From an optimization exercise on the open Yosys and OpenROAD flow, aimed at small area and a short achievable clock period; shortcuts taken in it are not production practice. The RTL was checked by simulation tests, not by an equivalence proof against the original design.

## ecc80_codec
module ecc80_codec (
    input  wire        clk,
    input  wire        rst,
    input  wire        enc_valid_i,
    input  wire [63:0] enc_data_i,
    output reg         enc_valid_o,
    output reg  [15:0] enc_check_o,
    input  wire        dec_valid_i,
    input  wire [79:0] dec_cw_i,
    output reg         dec_valid_o,
    output reg  [63:0] dec_data_o,
    output reg  [15:0] dec_check_o,
    output reg  [1:0]  dec_err_o
);
For scale: ~1800 cells after synthesis, about 250 I/O pins, ~17000 µm² of cells after synthesis.
export LEC_CHECK = 0
export CAP_MARGIN = 20
export CORE_MARGIN = 2
export CORE_UTILIZATION = 55
export PLACE_DENSITY = 0.7
export SLEW_MARGIN = 70
create_clock -name core_clock -period 22.0 [get_ports {clk}]
standard.sh (not shown) runs the stock make flow with config.mk's settings and CLKGATE_MAP_FILE= SYNTH_SCRIPT=/design/flow/synth_recipe.tcl, a recipe that flattens the netlist after the stock synthesis.
==> flow/flow/run.sh <==
#!/bin/bash
# The standard layout (the standard.sh), with four changes:
#  - synthesis maps the logic with flow/abc_map.script (an area-oriented ABC
#    mapping: dch, map -a, then ABC's own buffering and sizing) in place of
#    ORFS's abc_speed.script. It runs on a copy of ORFS's scripts folder in
#    which only abc_speed.script is replaced; flip-flops are mapped before ABC
#    runs, so the registers are exactly those of the standard synthesis;
#  - synthesis runs without Yosys's extract_fa (ADDER_MAP_FILE empty), so the
#    parity and GF(2^7) logic is not cut into half-adder cells before ABC;
#  - clock tree synthesis runs without dummy loads (-dont_use_dummy_load),
#    with sink clusters of at most 25 sinks and 70 um;
#  - the buffers that buffer_ports puts on every input and output port are
#    sky130_fd_sc_hd__buf_1 instead of the cell OpenROAD picks by default.
# Each make call's whole output goes to its own log in the work folder
# (synth.log, standard.log); ORFS also keeps each step's log under orfs/logs/.
set -euo pipefail
cd "$(dirname "$0")/.."
rm -rf synth_scripts
cp -r "$FLOW_HOME/scripts" synth_scripts
cp flow/abc_map.script synth_scripts/abc_speed.script
bash standard.sh "ADDER_MAP_FILE=" "SCRIPTS_DIR=$PWD/synth_scripts" synth > synth.log 2>&1
bash standard.sh "ADDER_MAP_FILE=" "BUFFER_PORTS_ARGS=-buffer_cell sky130_fd_sc_hd__buf_1" \
    "CTS_ARGS=-sink_clustering_enable -repair_clock_nets -dont_use_dummy_load -sink_clustering_size 30 -sink_clustering_max_diameter 60" finish > standard.log 2>&1
==> flow/flow/abc_map.script <==
strash
dch
map -a
topo
stime -c
buffer -c
upsize -c
dnsize -c
The first run finished clean.
Edit:
--- a/flow/flow/run.sh
+++ b/flow/flow/run.sh
@@ -23 +23 @@
-    "CTS_ARGS=-sink_clustering_enable -repair_clock_nets -dont_use_dummy_load -sink_clustering_size 30 -sink_clustering_max_diameter 60" finish > standard.log 2>&1
+    "CTS_ARGS=-sink_clustering_enable -repair_clock_nets -dont_use_dummy_load -sink_clustering_size 25 -sink_clustering_max_diameter 70" finish > standard.log 2>&1
==> flow/flow/abc_map.script (replaced) <==
strash
dch
map -a -B 0.5
topo
stime -c
buffer -c
upsize -c
dnsize -c
Setup slack gets worse by 0.15 ns.
Worst hold slack gets worse by 0.0062 ns.
Global-route usage went down by 0.95 points.
Clock skew went up by 0.025 ns.
Flip-flop and latch count does not change.
Utilization went up by 1.2 points.
Non-clock buffer count does not change.
Sequential share of layout area went up by 0.15 points.
Edit:
==> flow/flow/abc_map.script (replaced) <==
strash
dch
map -a
topo
stime -c
buffer -c
upsize -c
dnsize -c
What happened: Maximum frequency increases by about 2.6%. Via count increases by 2.4%. Non-clock buffer count stays the same. Clock-buffer cell count decreases by 1. Worst setup slack gets better by 0.14 ns. Wire length increases by about 3.5%. Cell count increases by 2.3%.
Edit:
==> flow/flow/abc_map.script (replaced) <==
strash
&get -n
&st
&dch
&nf -R 1000
&put
topo
stime -c
buffer -c
upsize -c
dnsize -c
Outcome:
- area after synthesis hardly moves
- design area is higher by 3.1%
- wire length is lower by 3.2%
- final cell count is lower by 3.9%
- clock skew is higher by 0.012 ns
Edit:
==> flow/flow/abc_map.script (replaced) <==
strash
dch
map -a
topo
stime -c
buffer -c
upsize -c
dnsize -c
SLEW_MARGIN = 60   (was 70)
Outcome: The new run completed with no timing, DRC or antenna violations; die area is about the same; worst setup slack got worse by 0.076 ns; cell area goes down by 4.6%; synthesized area hardly moves.

[afterwards: timing with drivers on the ports]
Ports are ideal in the flow. The routed layouts listed here were re-timed in OpenROAD. Step 1: set_driving_cell puts a clkbuf_16 on clk and a buf_2 on each other input, an assumption about the parent block. Step 2 adds t to the input delays and takes it off the output delays; t is the mean of the earliest and latest rising clock arrival at the registers after step 1. Input paths then give back, and output paths get back, about the clock's delay inside the block. Three values: ideal, step 1, step 2; two values: the first two.
run	t, ns	setup WS [ns]	worst hold slack (ns)	worst setup path after step 2	slew at the worst register clock pin (ns)
the first run	0.583	16.477 / 16.423 / 16.028	0.284 / 0.284 / 0.284	input to register	0.11 / 0.11
the second run	0.576	16.331 / 16.331 / 16.063	0.278 / 0.278 / 0.278	input to register	0.10 / 0.10
the third run	0.556	16.474 / 16.421 / 16.074	0.316 / 0.316 / 0.316	input to register	0.10 / 0.10
the fourth run	0.574	16.370 / 16.317 / 16.016	0.305 / 0.305 / 0.305	input to register	0.10 / 0.10
the fifth run	0.583	16.294 / 16.294 / 15.903	0.317 / 0.317 / 0.317	input to register	0.10 / 0.10
After both steps setup and hold are still met in every run listed. The setup slack of the first run, which loses most, moves by -0.054 ns with the drivers and by -0.449 ns with both steps.
